Background: an optimization exercise with open tools, aiming at small area, a short achievable clock period and few clock cycles per item. Do not read the settings as production practice.
Where RTL was checked, it was by simulation tests only, not by an equivalence proof against the original.

==> v18 <==
## symcode_dec
module symcode_dec (
    input  wire         clk,
    input  wire         rst,
    input  wire         in_valid,
    output wire         in_ready,
    input  wire [639:0] in_word,
    input  wire         in_erase,
    input  wire [3:0]   in_erase_dev,
    output wire         out_valid,
    output wire [511:0] out_data,
    output wire [1:0]   out_status,
    output wire [4:0]   out_nerr
);
==> flow/config.mk <==
export PLATFORM = sky130hd
export DESIGN_NAME = symcode_dec
export DESIGN_NICKNAME = symcode_dec
export VERILOG_FILES = /design/flow/design.v
export SDC_FILE = /design/flow/constraint.sdc
export NUM_CORES = 8
export LEC_CHECK = 0
export CAP_MARGIN = 30
export CORE_MARGIN = 2
export CORE_UTILIZATION = 60
export PLACE_DENSITY = 0.72
export SLEW_MARGIN = 20
==> flow/constraint.sdc <==
create_clock -name core_clock -period 20.0 [get_ports {clk}]
set_input_delay 4.0000 -clock core_clock [delete_from_list [all_inputs] [get_ports {clk}]]
set_output_delay 4.0000 -clock core_clock [all_outputs]
set_load 0.01 [all_outputs]
standard.sh (not shown) runs the stock make flow with config.mk's settings and CLKGATE_MAP_FILE= SYNTH_SCRIPT=/design/flow/synth_recipe.tcl, a recipe that flattens the netlist after the stock synthesis.
==> flow/flow/run.sh <==
#!/bin/bash
# Layout flow: the standard ORFS flow (standard.sh, unchanged synthesis,
# floorplan, placement, CTS, routing), with two changes to how the layout is
# optimised: timing repair is asked to leave SETUP_SLACK_MARGIN ns of setup
# slack, so that the layout is optimised for a shorter achieved period than
# the 20 ns clock requires, and the buffer that every input and output port
# gets is a sky130_fd_sc_hd__buf_1. The full make output goes to
# flow_make.log in this folder.
set -euo pipefail
bash standard.sh SETUP_SLACK_MARGIN=14 \
    "BUFFER_PORTS_ARGS=-buffer_cell sky130_fd_sc_hd__buf_1" finish > flow_make.log 2>&1
==> v14: changes against v18 <==
--- a/flow/design.v
+++ b/flow/design.v
@@ -413,11 +413,13 @@
     wire [3:0] a_cnt_n   = accept ? 4'd0 : (a_busy & ~a_last) ? a_cnt + 4'd1 : a_cnt;
     wire       a_last_n  = a_busy_n & (a_cnt_n == SYN_T - 1);
     wire       wa_n      = wa ^ move_a;
     wire       wc_n      = wc ^ move_b;
     wire       c_busy_n  = move_b | (c_busy & ~c_done);
-    wire       c_done_n  = move_b & bu_clean[wc];
+    wire       c_done_n  = move_b ? (bu_clean[wc] |
+                                     ({bu_len[wc], 1'b0} > (6'd16 + {1'b0, bu_f[wc]}))) :
+                           (c_busy & (~need_nx[0] | all_nx));
     wire take_c_n = ~c_busy_n | c_done_n;
     wire take_b_n = ~bu_busy_n[wa_n] | (bu_done_n[wa_n] & (wc_n == wa_n) & take_c_n);
     wire take_a_n = ~a_busy_n | (a_last_n & take_b_n);
     always @(posedge clk) begin
         if (rst) begin
==> flow/flow/run.sh (replaced) <==
#!/bin/bash
# Layout flow: the standard ORFS flow (standard.sh, unchanged synthesis,
# floorplan, placement, CTS, routing), with three changes to how the layout
# is optimised: timing repair is asked to leave SETUP_SLACK_MARGIN ns of
# setup slack, so that the layout is optimised for a shorter achieved period
# than the 20 ns clock requires; the buffer that every input and output port
# gets is a sky130_fd_sc_hd__buf_1; and antenna repair after detailed routing
# may take up to 10 rounds instead of 5. The full make output goes to
# flow_make.log in this folder.
set -euo pipefail
bash standard.sh SETUP_SLACK_MARGIN=14 MAX_REPAIR_ANTENNAS_ITER_DRT=10 \
    "BUFFER_PORTS_ARGS=-buffer_cell sky130_fd_sc_hd__buf_1" finish > flow_make.log 2>&1
--- a/flow/config.mk
+++ b/flow/config.mk
@@ -5,8 +5,8 @@
 export SDC_FILE = /design/flow/constraint.sdc
 export NUM_CORES = 8
 export LEC_CHECK = 0
 export CAP_MARGIN = 30
 export CORE_MARGIN = 2
-export CORE_UTILIZATION = 60
-export PLACE_DENSITY = 0.72
+export CORE_UTILIZATION = 45
+export PLACE_DENSITY = 0.6
 export SLEW_MARGIN = 20
==> v34: changes against v18 <==
--- a/flow/design.v
+++ b/flow/design.v
@@ -270,20 +270,20 @@
     reg [8*NW-1:0] c_omg;        
     reg [4:0]      c_len;
     reg [4:0]      c_f;
     reg            c_clean;
     reg [3:0]      c_t1;         
-    reg [12:0]     c_need;       
+    reg [6:0]      c_nroots;     
     reg [4:0]      c_nerr;
     reg            c_p64, c_p72, c_all;
     reg             s2_v;
     reg  [3:0]      s2_t;
     reg  [CH-1:0]   s2_root, s2_nz;
     reg  [4*CH-1:0] s2_d;
     reg  [8*CH-1:0] s2_p;
     wire c_too  = ({c_len, 1'b0} > (6'd16 + {1'b0, c_f}));
-    wire c_done = c_busy & (c_clean | c_too | ~c_need[0] | c_all);
+    wire c_done = c_busy & (c_clean | c_too | (c_nroots == {2'd0, c_len}) | c_all);
     wire c_ev   = c_busy & ~c_done & (c_t1 < NG);
     wire [CH-1:0]   e1_root, e1_nz;
     wire [4*CH-1:0] e1_d;
     wire [8*CH-1:0] e1_p;
     generate
@@ -323,16 +323,12 @@
             for (n = 0; n < 4; n = n + 1) p4[n] = {1'b0, p2[2 * n]} + {1'b0, p2[2 * n + 1]};
             for (n = 0; n < 2; n = n + 1) p8[n] = {1'b0, p4[2 * n]} + {1'b0, p4[2 * n + 1]};
             popcount = p8[0] + p8[1];
         end
     endfunction
-    reg [12:0] need_nx;
-    always @(*) begin
-        need_nx = c_need;
-        for (i = 0; i < CH; i = i + 1)
-            if (c_ev & e1_root[i]) need_nx = {1'b0, need_nx[12:1]};
-    end
+    wire [3:0] nr_add    = popcount(e1_root);
+    wire [6:0] nroots_nx = c_nroots + (c_ev ? {3'd0, nr_add} : 7'd0);
     wire       all_nx    = c_all | (c_ev & (c_t1 == NG - 1));
     wire [CH-1:0]   s2_chg;
     wire [8*CH-1:0] e2_val;
     generate
         for (h = 0; h < CH; h = h + 1) begin : g_val
@@ -358,11 +354,11 @@
     reg [4:0]   o_nerr;
     reg         o_valid;
     always @(posedge clk) begin
         o_data   <= c_corr;
         o_status <= c_clean ? 2'd0 :
-                    (c_too | c_need[0]) ? 2'd3 :
+                    (c_too | (c_nroots != {2'd0, c_len})) ? 2'd3 :
                     ((nerr_nx == 5'd2) & p64_nx & p72_nx) ? 2'd2 :
                     (nerr_nx != 5'd0) ? 2'd1 : 2'd0;
         o_nerr   <= nerr_nx;
         o_valid  <= ~rst & c_done;
     end
@@ -383,24 +379,23 @@
             c_omg    <= bu_omg[wc];
             c_len    <= bu_len[wc];
             c_f      <= bu_f[wc];
             c_clean  <= bu_clean[wc];
             c_t1     <= 4'd0;
-            for (i = 0; i < 13; i = i + 1)
-                c_need[i] <= (bu_len[wc] > i);
+            c_nroots <= 7'd0;
             c_nerr   <= 5'd0;
             c_p64    <= 1'b0;
             c_p72    <= 1'b0;
             c_all    <= 1'b0;
-        end else begin
+        end else if (c_busy) begin
             c_data <= c_corr;
             for (i = 0; i < NL; i = i + 1)
                 c_lam[8*i +: 8] <= gf_mul(c_lam[8*i +: 8], gf_alpha(255 * 13 - CH * i));
             for (i = 0; i < NW; i = i + 1)
                 c_omg[8*i +: 8] <= gf_mul(c_omg[8*i +: 8], gf_alpha(255 * 13 - CH * i));
             if (c_t1 < NG) c_t1 <= c_t1 + 4'd1;
-            c_need   <= need_nx;
+            c_nroots <= nroots_nx;
             c_all    <= all_nx;
             c_nerr   <= nerr_nx;
             c_p64    <= p64_nx;
             c_p72    <= p72_nx;
         end
==> flow/flow/run.sh (replaced) <==
#!/bin/bash
# Layout flow: the standard ORFS flow (standard.sh, unchanged synthesis,
# floorplan, placement, CTS, routing), with timing repair asked to leave
# SETUP_SLACK_MARGIN ns of setup slack, so that the layout is optimised for
# a shorter achieved period than the 20 ns clock requires. The full make
# output goes to flow_make.log in this folder.
set -euo pipefail
bash standard.sh SETUP_SLACK_MARGIN=14 finish > flow_make.log 2>&1
--- a/flow/config.mk
+++ b/flow/config.mk
@@ -5,8 +5,8 @@
 export SDC_FILE = /design/flow/constraint.sdc
 export NUM_CORES = 8
 export LEC_CHECK = 0
 export CAP_MARGIN = 30
 export CORE_MARGIN = 2
-export CORE_UTILIZATION = 60
-export PLACE_DENSITY = 0.72
+export CORE_UTILIZATION = 45
+export PLACE_DENSITY = 0.6
 export SLEW_MARGIN = 20
==> results.cfg <==
[status]
outcome = timing/DRC/antenna clean

[cts]
cts_buffers = 459

[synthesis]
synthSimpleGateAreaFrac_pct = 14.5
ys.flop_type = dfxtp_1
yosysTopAreaCell = xnor2_1
synth.area.mux_share_pct = 3.46

[grt]
grt_max_degree = 220

[placed_design]
dpl_cell_area_um2 = 321000

[floorplanning]
start_util_pct = 45.1
Source of the figures above: v14

==> results.cfg <==
[synthesis]
ys.flop_type = edfxtp_1
synthSimpleGateAreaFrac_pct = 14.2
synth.area.mux_share_pct = 3.23

[placed_design]
dpl_cell_area_um2 = 334000

[cts]
cts_buffers = 463

[grt]
grt_max_degree = 210

[floorplanning]
start_util_pct = 45.2

[status]
outcome = timing/DRC/antenna clean
Source of the figures above: v34

==> results.cfg <==
[cts]
cts_hold_buf = 0
cts_buffers = 430
clock_sinks = 4141
cts_resized = 344

[placed_design]
dpl_cell_area_um2 = 316000
port_buffers = 1168

[synthesis]
yosysTopAreaCell = xnor2_1
synthSimpleGateAreaFrac_pct = 14.6
synth.area.mux_share_pct = 3.48
ys_warn_count = 6

[status]
error = [ERROR GRT-0232] Routing congestion too high. Check the congestion heatmap in the GUI.
outcome = stopped before the end
lastStage = 5_1_grt

[floorplanning]
ioPinCount = 1169
start_util_pct = 60.3
num_rows = 259
Source of the figures above: v18

Testbench counts of v18, summed over its fixed seeds: cycles 21,460, words 2,400.
Testbench counts of v14, summed over its fixed seeds: cycles 21,167, words 2,400.
The RTL of v34 was laid out without a check of its function.


==> raven <==
Another version of the RTL of symcode_dec (not shown whole).
Settings: LEC_CHECK=0, CAP_MARGIN=30, CORE_MARGIN=2, CORE_UTILIZATION=45, PLACE_DENSITY=0.6, SLEW_MARGIN=20; clock period 20.0 ns.
run.sh (not shown) runs the stock make flow with config.mk's settings and CLKGATE_MAP_FILE= SYNTH_SCRIPT=/design/flow/synth_recipe.tcl, a recipe that flattens the netlist after the stock synthesis.
Stock flow here: none of the scripts above is used.
==> inputs of nickel, as changes to raven <==
--- a/flow/design.v
+++ b/flow/design.v
@@ -113,22 +113,27 @@
     genvar g, h;
     integer i;
     reg        a_busy, b_busy, c_busy;
     reg  [3:0] a_cnt;
     reg        in_ready_r;
     reg        b_first, b_clean, b_fin;
     reg        c_out;
-    reg        move_a, move_b;       
     reg  [8*NS-1:0] b_del;
     wire b_zero    = (b_del == {8*NS{1'b0}});        
+    wire b_isclean = b_first ? b_zero : b_clean;
     reg  [3:0] b_k;
     wire b_step    = b_busy & ~b_fin;
     wire b_last    = b_step & (b_k == 4'd15);          
+    wire b_done    = b_busy & (b_isclean | b_fin | b_last);
     wire a_last  = (a_cnt == SYN_T - 1);
     wire c_leave = c_busy & c_out;
+    wire take_c  = ~c_busy | c_leave;
+    wire move_b  = b_done & take_c;
+    wire take_b  = ~b_busy | move_b;
+    wire move_a  = a_busy & a_last & take_b;
     wire accept  = in_ready_r & in_valid;
     assign in_ready = in_ready_r;
     reg [639:0] a_word;
     reg [127:0] a_syn;           
     reg         a_erase;
     reg  [3:0]  a_dev;
     wire [639:0] a_rot = {a_word[8*SYN_M-1:0], a_word[639:8*SYN_M]};
@@ -139,84 +144,78 @@
             a_syn_nx[8*sk +: 8] = gf_mul(a_syn[8*sk +: 8], gf_alpha(sk * SYN_M));
             for (si = 0; si < SYN_M; si = si + 1)
                 a_syn_nx[8*sk +: 8] = a_syn_nx[8*sk +: 8] ^
                     gf_mul(a_word[8*si +: 8], gf_alpha(sk * (SYN_M - 1 - si)));
         end
     end
     always @(posedge clk) begin
-        if (~a_busy | move_a) begin
+        if (in_ready_r) begin
             a_word  <= in_word;
             a_syn   <= 128'd0;
             a_erase <= in_erase;
             a_dev   <= in_erase_dev;
         end else if (a_busy & ~a_last) begin
             a_word <= a_rot;
             a_syn  <= a_syn_nx;
         end
     end
     reg [511:0]    b_data;
     reg [8*NS-1:0] b_the;        
     reg [8*NL-1:0] b_lam;
     reg [8*NL-1:0] b_bb;
-    reg [7:0]      b_binv;       
+    reg [7:0]      b_gam;
     reg [7:0]      b_x;          
     reg [4:0]      b_len;
     reg            b_erase;
-    reg            b_eph;        
-    reg            b_canupd;     
-    wire [7:0] delta   = b_del[7:0];
+    wire       b_eph   = b_erase & ~b_k[3];        
+    wire [7:0] delta   = b_eph ? b_x : b_del[7:0];
     wire [4:0] b_f     = b_erase ? 5'd8 : 5'd0;
-    wire       bm_upd  = b_canupd & (delta != 8'd0);
+    wire       bm_upd  = ~b_eph && (delta != 8'd0) &&
+                         ({b_len, 1'b0} <= ({2'd0, b_k} + {1'b0, b_f}));
     wire [4:0] len_upd = {1'b0, b_k} + 5'd1 + b_f - b_len;
-    wire [7:0] coef    = b_eph ? b_x : gf_mul(b_binv, delta);
     reg [8*NL-1:0] lam_nx, bb_nx;
     reg [8*NS-1:0] del_nx, the_nx;
     always @(*) begin
         for (i = 0; i < NL; i = i + 1)
-            lam_nx[8*i +: 8] = b_lam[8*i +: 8] ^
-                               ((i == 0) ? 8'd0 : gf_mul(b_bb[8*(i-1) +: 8], coef));
+            lam_nx[8*i +: 8] = gf_mul(b_lam[8*i +: 8], b_gam) ^
+                               ((i == 0) ? 8'd0 : gf_mul(b_bb[8*(i-1) +: 8], delta));
         for (i = 0; i < NS; i = i + 1)
-            del_nx[8*i +: 8] = b_del[8*((i + 1) % NS) +: 8] ^
-                               gf_mul(b_the[8*i +: 8] & {8{(i != 15 - b_k)}}, coef);
+            del_nx[8*i +: 8] = gf_mul(b_del[8*((i + 1) % NS) +: 8], b_gam) ^
+                               gf_mul(b_the[8*i +: 8] & {8{(i != 15 - b_k)}}, delta);
         for (i = 0; i < NS; i = i + 1)
             the_nx[8*i +: 8] = b_eph  ? del_nx[8*i +: 8] :
                                bm_upd ? b_del[8*((i + 1) % NS) +: 8] :
                                         (b_the[8*i +: 8] & {8{(i != 15 - b_k)}});
         bb_nx = b_eph  ? lam_nx :
                 bm_upd ? b_lam : {b_bb[8*NL-9:0], 8'd0};
     end
     wire [8*NL-1:0] lam_n = b_step ? lam_nx : b_lam;
     wire [8*NS-1:0] del_n = b_step ? del_nx : b_del;
     wire [4:0]      len_n = (b_step & bm_upd) ? len_upd : b_len;
     always @(posedge clk) begin
         if (move_a) begin
-            b_data   <= a_rot[511:0];
-            b_del    <= a_syn_nx;
-            b_the    <= a_syn_nx;
-            b_lam    <= {{8*NL-8{1'b0}}, 8'd1};
-            b_bb     <= {{8*NL-8{1'b0}}, 8'd1};
-            b_binv   <= 8'd1;
-            b_x      <= dev_first_pow(a_dev);
-            b_erase  <= a_erase;
-            b_eph    <= a_erase;
-            b_canupd <= ~a_erase;
-            b_len    <= a_erase ? 5'd8 : 5'd0;
-            b_k      <= 4'd0;
+            b_data  <= a_rot[511:0];
+            b_del   <= a_syn_nx;
+            b_the   <= a_syn_nx;
+            b_lam   <= {{8*NL-8{1'b0}}, 8'd1};
+            b_bb    <= {{8*NL-8{1'b0}}, 8'd1};
+            b_gam   <= 8'd1;
+            b_x     <= dev_first_pow(a_dev);
+            b_erase <= a_erase;
+            b_len   <= a_erase ? 5'd8 : 5'd0;
+            b_k     <= 4'd0;
         end else if (b_step) begin
-            b_lam    <= lam_nx;
-            b_bb     <= bb_nx;
-            b_del    <= del_nx;
-            b_the    <= the_nx;
-            if (bm_upd) b_binv <= from_cf(cf_inv(to_cf(delta)));
-            b_len    <= len_n;
-            b_x      <= gf_mul(b_x, gf_alpha(254));
-            b_k      <= b_k + 4'd1;
-            b_eph    <= b_erase & (b_k < 4'd7);
-            b_canupd <= ~(b_erase & (b_k < 4'd7)) &
-                        ({len_n, 1'b0} <= ({2'd0, b_k} + 6'd1 + {1'b0, b_f}));
+            b_lam <= lam_nx;
+            b_bb  <= bb_nx;
+            b_del <= del_nx;
+            b_the <= the_nx;
+            if (bm_upd) b_gam <= delta;
+            b_len <= len_n;
+            b_x   <= gf_mul(b_x, gf_alpha(254));
+            b_k   <= b_k + 4'd1;
         end
     end
     reg [511:0]    c_data;
     reg [8*NL-1:0] c_lam;        
     reg [8*NW-1:0] c_omg;        
     reg [4:0]      c_len;
     reg [3:0]      c_t1;         
@@ -225,32 +224,20 @@
     reg            c_p64, c_p72, c_s2last;
     reg [1:0]      st_r;
     reg [4:0]      nerr_r;
     reg            s2_v, s3_v;
     reg  [3:0]     s2_t, s3_t;
     reg  [CH-1:0]  s2_root, s3_root;
     reg  [8*CH-1:0] s2_os, s2_ws, s3_inv, s3_ws;     
-    reg [511:0] o_data;
-    reg [1:0]   o_status;
-    reg [4:0]   o_nerr;
-    reg         o_valid;
-    always @(posedge clk) begin
-        o_data   <= c_data;
-        o_status <= st_r;
-        o_nerr   <= nerr_r;
-        o_valid  <= ~rst & c_out;
-    end
-    assign out_valid  = o_valid;
-    assign out_data   = o_data;
-    assign out_status = o_status;
-    assign out_nerr   = o_nerr;
+    assign out_valid  = c_out;
+    assign out_data   = c_data;
+    assign out_status = st_r;
+    assign out_nerr   = nerr_r;
     wire c_scan = c_busy & ~c_out;
-    reg  [4:0] c_f;
-    wire c_too  = ({c_len, 1'b0} > (6'd16 + {1'b0, c_f}));
-    wire c_fin  = (c_nroots == {2'd0, c_len}) | c_s2last | c_too;
+    wire c_fin  = (c_nroots == {2'd0, c_len}) | c_s2last;
     wire [CH-1:0]   e1_root;
     wire [8*CH-1:0] e1_os, e1_ws;
     generate
         for (h = 0; h < CH; h = h + 1) begin : g_lane
             reg [7:0] ls, os, ws;
             integer j;
             always @(*) begin
@@ -291,14 +278,15 @@
     end
     wire [8*CH-1:0] e3_val;
     generate
         for (h = 0; h < CH; h = h + 1) begin : g_val
             assign e3_val[8*h +: 8] = from_cf(cf_mul(s3_ws[8*h +: 8], s3_inv[8*h +: 8]));
         end
     endgenerate
+    wire c_too = ({len_n, 1'b0} > (6'd16 + {1'b0, b_f}));
     always @(posedge clk) begin
         s2_v    <= ~move_b & c_scan & (c_t1 < NG);
         s2_t    <= c_t1;
         s2_root <= e1_root;
         s2_os   <= e1_os;
         s2_ws   <= e1_ws;
         s3_v    <= ~move_b & s2_v;
@@ -307,22 +295,21 @@
         s3_inv  <= e2_inv;
         s3_ws   <= s2_ws;
         if (move_b) begin
             c_data   <= b_data;
             c_lam    <= lam_n;
             c_omg    <= del_n[8*NW-1:0];
             c_len    <= len_n;
-            c_f      <= b_f;
             c_t1     <= 4'd0;
             c_nroots <= 7'd0;
             c_nerr   <= 5'd0;
             c_p64    <= 1'b0;
             c_p72    <= 1'b0;
             c_s2last <= 1'b0;
-            st_r     <= b_clean ? 2'd0 : 2'd3;
+            st_r     <= b_isclean ? 2'd0 : 2'd3;
             nerr_r   <= 5'd0;
         end else if (c_scan) begin
             for (i = 0; i < NL; i = i + 1)
                 c_lam[8*i +: 8] <= gf_mul(c_lam[8*i +: 8], gf_alpha(255 * 13 - CH * i));
             for (i = 0; i < NW; i = i + 1)
                 c_omg[8*i +: 8] <= gf_mul(c_omg[8*i +: 8], gf_alpha(255 * 13 - CH * i));
             if (c_t1 < NG) c_t1 <= c_t1 + 4'd1;
@@ -333,57 +320,51 @@
                 if (s2_t == 4'd0 && e2_ff) c_p72 <= 1'b1;
                 if (s2_t == NG - 1) c_s2last <= 1'b1;
             end
             if (s3_v)
                 for (i = 0; i < 64; i = i + 1)
                     if ((s3_t == (79 - i) / CH) && s3_root[(79 - i) % CH])
                         c_data[8*i +: 8] <= c_data[8*i +: 8] ^ e3_val[8*((79 - i) % CH) +: 8];
-            st_r   <= (c_too | (c_nroots != {2'd0, c_len})) ? 2'd3 :
+            st_r   <= (c_nroots != {2'd0, c_len}) ? 2'd3 :
                       ((c_nerr == 5'd2) & c_p64 & c_p72) ? 2'd2 :
                       (c_nerr != 5'd0) ? 2'd1 : 2'd0;
             nerr_r <= c_nerr;
         end
     end
     wire       a_busy_n  = accept | (a_busy & ~move_a);
     wire [3:0] a_cnt_n   = accept ? 4'd0 : (a_busy & ~a_last) ? a_cnt + 4'd1 : a_cnt;
-    wire       a_last_n  = a_busy_n & (a_cnt_n == SYN_T - 1);
+    wire       a_last_n  = (a_cnt_n == SYN_T - 1);
     wire       b_busy_n  = move_a | (b_busy & ~move_b);
     wire       b_clean_n = b_first ? b_zero : b_clean;
     wire       b_fin_n   = ~move_a & (b_fin | b_last);
     wire [3:0] b_k_n     = b_step ? b_k + 4'd1 : b_k;
-    wire       b_last_n  = ~b_fin_n & (b_k_n == 4'd15);
-    wire       b_done_n  = b_busy_n & ~move_a & (b_clean_n | b_fin_n | b_last_n);
+    wire       b_last_n  = b_busy_n & ~b_fin_n & (b_k_n == 4'd15);
     wire       c_busy_n  = move_b | (c_busy & ~c_leave);
-    wire       c_out_n   = move_b ? b_clean : (c_scan & c_fin);
+    wire       c_out_n   = move_b ? (b_isclean | c_too) : (c_scan & c_fin);
     wire take_c_n = ~c_busy_n | c_out_n;
-    wire move_b_n = b_done_n & take_c_n;
-    wire take_b_n = ~b_busy_n | move_b_n;
-    wire move_a_n = a_last_n & take_b_n;
-    wire take_a_n = ~a_busy_n | move_a_n;
+    wire b_done_n = b_busy_n & ~move_a & (b_clean_n | b_fin_n | b_last_n);
+    wire take_b_n = ~b_busy_n | (b_done_n & take_c_n);
+    wire take_a_n = ~a_busy_n | (a_last_n & take_b_n);
     always @(posedge clk) begin
         if (rst) begin
             a_busy     <= 1'b0;
             b_busy     <= 1'b0;
             c_busy     <= 1'b0;
             c_out      <= 1'b0;
             a_cnt      <= 4'd0;
             in_ready_r <= 1'b1;
-            move_a     <= 1'b0;
-            move_b     <= 1'b0;
             b_first    <= 1'b0;
             b_clean    <= 1'b0;
             b_fin      <= 1'b0;
         end else begin
             a_busy     <= a_busy_n;
             b_busy     <= b_busy_n;
             c_busy     <= c_busy_n;
             c_out      <= c_out_n;
             a_cnt      <= a_cnt_n;
             in_ready_r <= take_a_n;
-            move_a     <= move_a_n;
-            move_b     <= move_b_n;
             b_first    <= move_a;
             b_clean    <= b_clean_n;
             b_fin      <= b_fin_n;
         end
     end
 endmodule
==> flow/config.mk (replaced) <==
export PLATFORM = sky130hd
export DESIGN_NAME = symcode_dec
export DESIGN_NICKNAME = symcode_dec
export VERILOG_FILES = /design/flow/design.v
export SDC_FILE = /design/flow/constraint.sdc
export NUM_CORES = 8
export LEC_CHECK = 0
export CAP_MARGIN = 20
export CORE_MARGIN = 2
export CORE_UTILIZATION = 25
export PLACE_DENSITY = 0.35
export SLEW_MARGIN = 20
==> inputs of xenon, as changes to raven <==
--- a/flow/design.v
+++ b/flow/design.v
@@ -139,84 +139,78 @@
             a_syn_nx[8*sk +: 8] = gf_mul(a_syn[8*sk +: 8], gf_alpha(sk * SYN_M));
             for (si = 0; si < SYN_M; si = si + 1)
                 a_syn_nx[8*sk +: 8] = a_syn_nx[8*sk +: 8] ^
                     gf_mul(a_word[8*si +: 8], gf_alpha(sk * (SYN_M - 1 - si)));
         end
     end
     always @(posedge clk) begin
-        if (~a_busy | move_a) begin
+        if (in_ready_r) begin
             a_word  <= in_word;
             a_syn   <= 128'd0;
             a_erase <= in_erase;
             a_dev   <= in_erase_dev;
         end else if (a_busy & ~a_last) begin
             a_word <= a_rot;
             a_syn  <= a_syn_nx;
         end
     end
     reg [511:0]    b_data;
     reg [8*NS-1:0] b_the;        
     reg [8*NL-1:0] b_lam;
     reg [8*NL-1:0] b_bb;
-    reg [7:0]      b_binv;       
+    reg [7:0]      b_gam;
     reg [7:0]      b_x;          
     reg [4:0]      b_len;
     reg            b_erase;
-    reg            b_eph;        
-    reg            b_canupd;     
-    wire [7:0] delta   = b_del[7:0];
+    wire       b_eph   = b_erase & ~b_k[3];        
+    wire [7:0] delta   = b_eph ? b_x : b_del[7:0];
     wire [4:0] b_f     = b_erase ? 5'd8 : 5'd0;
-    wire       bm_upd  = b_canupd & (delta != 8'd0);
+    wire       bm_upd  = ~b_eph && (delta != 8'd0) &&
+                         ({b_len, 1'b0} <= ({2'd0, b_k} + {1'b0, b_f}));
     wire [4:0] len_upd = {1'b0, b_k} + 5'd1 + b_f - b_len;
-    wire [7:0] coef    = b_eph ? b_x : gf_mul(b_binv, delta);
     reg [8*NL-1:0] lam_nx, bb_nx;
     reg [8*NS-1:0] del_nx, the_nx;
     always @(*) begin
         for (i = 0; i < NL; i = i + 1)
-            lam_nx[8*i +: 8] = b_lam[8*i +: 8] ^
-                               ((i == 0) ? 8'd0 : gf_mul(b_bb[8*(i-1) +: 8], coef));
+            lam_nx[8*i +: 8] = gf_mul(b_lam[8*i +: 8], b_gam) ^
+                               ((i == 0) ? 8'd0 : gf_mul(b_bb[8*(i-1) +: 8], delta));
         for (i = 0; i < NS; i = i + 1)
-            del_nx[8*i +: 8] = b_del[8*((i + 1) % NS) +: 8] ^
-                               gf_mul(b_the[8*i +: 8] & {8{(i != 15 - b_k)}}, coef);
+            del_nx[8*i +: 8] = gf_mul(b_del[8*((i + 1) % NS) +: 8], b_gam) ^
+                               gf_mul(b_the[8*i +: 8] & {8{(i != 15 - b_k)}}, delta);
         for (i = 0; i < NS; i = i + 1)
             the_nx[8*i +: 8] = b_eph  ? del_nx[8*i +: 8] :
                                bm_upd ? b_del[8*((i + 1) % NS) +: 8] :
                                         (b_the[8*i +: 8] & {8{(i != 15 - b_k)}});
         bb_nx = b_eph  ? lam_nx :
                 bm_upd ? b_lam : {b_bb[8*NL-9:0], 8'd0};
     end
     wire [8*NL-1:0] lam_n = b_step ? lam_nx : b_lam;
     wire [8*NS-1:0] del_n = b_step ? del_nx : b_del;
     wire [4:0]      len_n = (b_step & bm_upd) ? len_upd : b_len;
     always @(posedge clk) begin
         if (move_a) begin
-            b_data   <= a_rot[511:0];
-            b_del    <= a_syn_nx;
-            b_the    <= a_syn_nx;
-            b_lam    <= {{8*NL-8{1'b0}}, 8'd1};
-            b_bb     <= {{8*NL-8{1'b0}}, 8'd1};
-            b_binv   <= 8'd1;
-            b_x      <= dev_first_pow(a_dev);
-            b_erase  <= a_erase;
-            b_eph    <= a_erase;
-            b_canupd <= ~a_erase;
-            b_len    <= a_erase ? 5'd8 : 5'd0;
-            b_k      <= 4'd0;
+            b_data  <= a_rot[511:0];
+            b_del   <= a_syn_nx;
+            b_the   <= a_syn_nx;
+            b_lam   <= {{8*NL-8{1'b0}}, 8'd1};
+            b_bb    <= {{8*NL-8{1'b0}}, 8'd1};
+            b_gam   <= 8'd1;
+            b_x     <= dev_first_pow(a_dev);
+            b_erase <= a_erase;
+            b_len   <= a_erase ? 5'd8 : 5'd0;
+            b_k     <= 4'd0;
         end else if (b_step) begin
-            b_lam    <= lam_nx;
-            b_bb     <= bb_nx;
-            b_del    <= del_nx;
-            b_the    <= the_nx;
-            if (bm_upd) b_binv <= from_cf(cf_inv(to_cf(delta)));
-            b_len    <= len_n;
-            b_x      <= gf_mul(b_x, gf_alpha(254));
-            b_k      <= b_k + 4'd1;
-            b_eph    <= b_erase & (b_k < 4'd7);
-            b_canupd <= ~(b_erase & (b_k < 4'd7)) &
-                        ({len_n, 1'b0} <= ({2'd0, b_k} + 6'd1 + {1'b0, b_f}));
+            b_lam <= lam_nx;
+            b_bb  <= bb_nx;
+            b_del <= del_nx;
+            b_the <= the_nx;
+            if (bm_upd) b_gam <= delta;
+            b_len <= len_n;
+            b_x   <= gf_mul(b_x, gf_alpha(254));
+            b_k   <= b_k + 4'd1;
         end
     end
     reg [511:0]    c_data;
     reg [8*NL-1:0] c_lam;        
     reg [8*NW-1:0] c_omg;        
     reg [4:0]      c_len;
     reg [3:0]      c_t1;         
@@ -225,28 +219,18 @@
     reg            c_p64, c_p72, c_s2last;
     reg [1:0]      st_r;
     reg [4:0]      nerr_r;
     reg            s2_v, s3_v;
     reg  [3:0]     s2_t, s3_t;
     reg  [CH-1:0]  s2_root, s3_root;
     reg  [8*CH-1:0] s2_os, s2_ws, s3_inv, s3_ws;     
-    reg [511:0] o_data;
-    reg [1:0]   o_status;
-    reg [4:0]   o_nerr;
-    reg         o_valid;
-    always @(posedge clk) begin
-        o_data   <= c_data;
-        o_status <= st_r;
-        o_nerr   <= nerr_r;
-        o_valid  <= ~rst & c_out;
-    end
-    assign out_valid  = o_valid;
-    assign out_data   = o_data;
-    assign out_status = o_status;
-    assign out_nerr   = o_nerr;
+    assign out_valid  = c_out;
+    assign out_data   = c_data;
+    assign out_status = st_r;
+    assign out_nerr   = nerr_r;
     wire c_scan = c_busy & ~c_out;
     reg  [4:0] c_f;
     wire c_too  = ({c_len, 1'b0} > (6'd16 + {1'b0, c_f}));
     wire c_fin  = (c_nroots == {2'd0, c_len}) | c_s2last | c_too;
     wire [CH-1:0]   e1_root;
     wire [8*CH-1:0] e1_os, e1_ws;
     generate
==> results.sh <==
export IMPL_die_area_um2=1020000
export IMPL_reg2regPathDepth=13
export IMPL_yosys_area_top_type_share_pct=27.4
export IMPL_grt_pass1_wl_um=2020000
export IMPL_seq_share_pct=26.0
export IMPL_wl_met1_um=699000
export IMPL_placement_rows=369
export IMPL_design_area_um2=296000
export IMPL_outcome="timing/DRC/antenna clean"
That was nickel.
==> results.sh <==
export IMPL_outcome="timing/DRC/antenna clean"
export IMPL_clock_latency_ps=1130
export IMPL_placement_rows=274
export IMPL_yosys_area_top_type_share_pct=28.1
export IMPL_grt_pass1_wl_um=1950000
export IMPL_ioPinCount=1169
export IMPL_design_area_um2=289000
export IMPL_die_area_um2=565000
export IMPL_wl_met1_um=549000
export IMPL_reg2regPathDepth=15
That was xenon.
==> results.sh <==
export IMPL_reg2regPathDepth=17
export IMPL_yosys_area_top_type_share_pct=27.3
export IMPL_wl_met1_um=483000
export IMPL_outcome="timing/DRC/antenna clean"
export IMPL_grt_pass1_wl_um=1670000
export IMPL_design_area_um2=263000
export IMPL_seq_share_pct=33.0
That was raven.
Testbench counts of raven, summed over its fixed seeds: cycles 31,839, words 2,400.
Function not checked in nickel and xenon: the RTL went through the layout flow alone.

==> re-timing with driven ports <==
The results above use ideal ports. As a check the final layouts listed here were re-extracted and re-timed, cells and wires unchanged.
Step 1: set_driving_cell puts a clkbuf_16 on clk and a buf_2 on each other input, an assumption about the parent block.
Step 2 adds t to the input delays and takes it off the output delays; t is the mean of the earliest and latest rising clock arrival at the registers after step 1. Input paths then give back, and output paths get back, about the clock's delay inside the block.
Three values: no drivers, after step 1, after step 2; two values: the first two.
| run | t (ns) | setup WS [ns] | worst setup path after step 2 |
|---|---|---|---|
| v14 | 1.265 | 13.801 / 13.791 / 13.801 | register to register |
| v34 | 1.307 | 13.384 / 13.384 / 13.384 | register to register |
| raven | 1.155 | 12.867 / 12.867 / 12.867 | register to register |
| nickel | 1.173 | 10.336 / 10.336 / 10.336 | register to register |
| xenon | 1.220 | 13.039 / 13.039 / 13.039 | register to register |
After both steps setup and hold are still met in every run listed.
